Background: an optimization exercise with open tools, aiming at small area, a short achievable clock period and few clock cycles per item. Do not read the settings as production practice.
The RTL was checked by simulation tests, not by an equivalence proof against the original design.

## before
// thoken_dec
module thoken_dec (
    input  wire        clk,
    input  wire        rst,
    input  wire        start_valid,
    output wire        start_ready,
    input  wire [1:0]  start_bpp,      
    input  wire [15:0] start_bytes,    
    input  wire        in_valid,
    output reg         in_ready,
    input  wire [7:0]  in_data,
    output reg         px_valid,
    output reg  [3:0]  px_data,
    output reg         done,
    output reg         ok
);
clock: 7.0 ns
lec_check: 0
cap_margin: 20
core_margin: 2
core_utilization: 55
cts_cluster_diameter: 60
cts_cluster_size: 30
setup_slack_margin: 3.3
slew_margin: 20
run.sh (not shown) runs the stock make flow with config.mk's settings and CLKGATE_MAP_FILE= SYNTH_SCRIPT=/design/flow/synth_recipe.tcl, a recipe that flattens the netlist after the stock synthesis.
Testbench counts of before, summed over its fixed seeds: cycles 1,179,856, items 1,179,648.
Here is what was changed in the inputs of after compared with before.
diff --git a/flow/design.v b/flow/design.v
--- a/flow/design.v
+++ b/flow/design.v
@@ -102,73 +102,66 @@
         z  = 4'd0;
         for (k = 8; k >= 0; k = k - 1)
             if (seg[k]) begin
                 zh = 9'd1 << k;
                 z  = k;
             end
     end
     wire znone = (seg == 9'd0);
-    wire [8:0] zs = zapp ? zh : 9'd1;
-    reg [3:0] pre;
+    reg [4:0] pre;
     always @(*) begin
-        if (c_fill)      pre = 4'd2;
-        else if (c_rlit) pre = b1 ? 4'd3 : b2 ? 4'd4 : 4'd6;
-        else if (c_rrun) pre = b1 ? 4'd5 : b2 ? 4'd6 : 4'd8;
-        else if (is_lit) pre = b1 ? 4'd1 : b2 ? 4'd2 : 4'd4;
-        else if (c_p1)   pre = b1 ? 4'd2 : b2 ? 4'd3 : 4'd5;
-        else             pre = pz;
+        if (c_fill)      pre = 5'd2;
+        else if (c_rlit) pre = b1 ? 5'd3 : b2 ? 5'd4 : 5'd6;
+        else if (c_rrun) pre = seg[0] ? (b1 ? 5'd5 : b2 ? 5'd6 : 5'd8)
+                                      : (b1 ? 5'd4 : b2 ? 5'd5 : 5'd7);
+        else if (is_lit) pre = b1 ? 5'd1 : b2 ? 5'd2 : 5'd4;
+        else if (c_p1)   pre = seg[0] ? (b1 ? 5'd2 : b2 ? 5'd3 : 5'd5)
+                                      : (b1 ? 5'd1 : b2 ? 5'd2 : 5'd4);
+        else             pre = {pz, 1'b1};
     end
     wire bits_ok = (!more && !ibv) ||
                    (is_row ? (wcnt >= 7'd16) :
                     is_lit ? (wcnt >= 7'd4)  :
-                    pv     ? (wcnt >= 7'd8)  : (wcnt >= 7'd13));
-    wire [7:0] lbits = w[31:24] >> (4'd8 - pz);
-    wire [8:0] plen  = (9'd1 << pz) | {1'b0, lbits};
+                    pv     ? (wcnt >= 7'd17) : (wcnt >= 7'd13));
+    wire [16:0] lfield = w[31:15] >> (5'd16 - {pz, 1'b0});
+    wire [8:0]  plen   = lfield[8:0];
     wire complete = c_fill || c_rlit || is_lit || (zapp && seg[0]) || c_p2;
     wire to_p     = zapp && !seg[0] && !znone;
     wire dec      = (state == S_DEC) && bits_ok && (nfree || !complete);
     wire err_z   = zapp && znone;
     wire err_len = c_p2 && (plen > rem);
     wire row_end = c_fill || (c_p2 ? (plen == rem) : (rem == 9'd1));
     wire last_row_end = complete && row_end && (ydec == 8'd255);
     wire       merge = (state == S_DEC) && ibv && !wcnt[6] && (wcnt[5:0] <= 6'd24);
     wire [6:0] wadd  = wcnt + (merge ? 7'd8 : 7'd0);
-    wire [6:0] wbase = wadd - {3'd0, pre};
-    wire [6:0] wleft = wbase - (zapp ? {3'd0, z} : 7'd0);
+    wire [6:0] wleft = wadd - {2'd0, pre};
     wire       ovq   = wcnt[6] && (state == S_DEC || state == S_FIN);
     wire       err   = err_z || err_len;
     wire [31:0] wm  = w | (merge ? ({ib, 24'd0} >> wcnt[4:0]) : 32'd0);
-    reg  [31:0] wa;
-    always @(*) begin
-        wa = 32'd0;
-        for (k = 1; k < 9; k = k + 1)
-            if (pre == k) wa = wa | (wm << k);
-    end
     reg  [31:0] wz;
     always @(*) begin
         wz = 32'd0;
-        for (k = 0; k < 9; k = k + 1)
-            if (zs[k]) wz = wz | (wa << k);
+        for (k = 1; k < 18; k = k + 1)
+            if (pre == k) wz = wz | (wm << k);
     end
     wire drain_done = !more && (bad || (!cv && !nv)) && !errq && !ovq;
     reg [1:0] state_n;
     always @(*) begin
         state_n = state;
         case (state)
             S_IDLE:  if (start_valid) state_n = S_DEC;
             S_DEC:   if (dec && last_row_end) state_n = S_FIN;
             S_FIN:   state_n = S_DRAIN;
             S_DRAIN: if (drain_done) state_n = S_IDLE;
         endcase
         if (errq || ovq) state_n = S_DRAIN;
     end
     wire more_n = (state == S_IDLE) ? 1'b1 : take ? (nleft != 16'd1) : more;
-    wire room_n = (state == S_IDLE) ? 1'b1 :
-                  dec ? (!wbase[6] && wbase[5:0] <= 6'd24) : (!wadd[6] && wadd[5:0] <= 6'd24);
+    wire room_n = (state == S_IDLE) || (!wadd[6] && wadd[5:0] <= 6'd24);
     wire ibv_n = (state == S_DEC) && (take || (ibv && !merge));
     wire in_ready_n = more_n && (((state_n == S_DEC) && (!ibv_n || room_n)) || (state_n == S_DRAIN));
     wire [7:0] lag_n = (started && !emit) ? lag + 8'd1 : lag;
     always @(posedge clk) begin
         d0 <= {d0[254:0], emit ? px[0] : d0[255]};
         d1 <= {d1[254:0], emit ? px[1] : d1[255]};
         d2 <= {d2[254:0], emit ? px[2] : d2[255]};
         d3 <= {d3[254:0], emit ? px[3] : d3[255]};
## What came out
- Looking at the reports, after completed the entire flow and the layout it produced met the timing, DRC and antenna checks.
- Compared with before, number of nets in the layout in after decreased by a little under 10%.
- The chip width in after was lower than what before gave.
- Diff before -> after: placeable core area shrank by 0.0016 mm^2, routed wire length fell about 3.5%.
- Diff before -> after: register area share after synthesis has increased, number of cells traversed by the worst register-to-register path shows a reduction of 9.
- after: initial core utilization is 0.31 points lower than what before reported.
- Going from before to after, logic depth of the worst setup path including buffers decreased 9, global-route wire length before repair went down, relative area change from synthesis to final layout -3.2 points, area after synthesis lower.
Testbench counts of after, summed over its fixed seeds: cycles 1,179,857, items 1,179,648.

==> re-timing with driven ports <==
The flow's constraints put no driver on any port. The routed layouts listed below were extracted and timed again, unchanged, in two steps.
Step 1, drivers: a clkbuf_16 drives clk and a buf_2 each remaining input, both assumed.
Step 2, shift: input delay + t, output delay - t, t = (earliest + latest rising clock arrival at the registers) / 2. This alone moves slack from input paths to output paths.
a / b / c = ideal ports / drivers / drivers and shift; a / b = the first two.
| run | t (ns) | setup slack, ns | worst data-port slew with drivers (ns) |
|---|---|---|---|
| before | 0.694 | 3.138 / 3.138 / 3.138 | 0.05 |
| after | 0.696 | 3.388 / 3.388 / 3.133 | 0.12 |
After both steps setup and hold are still met in every run listed. The setup slack of after, which loses most, moves by 0.000 ns with the drivers and by -0.255 ns with both steps.
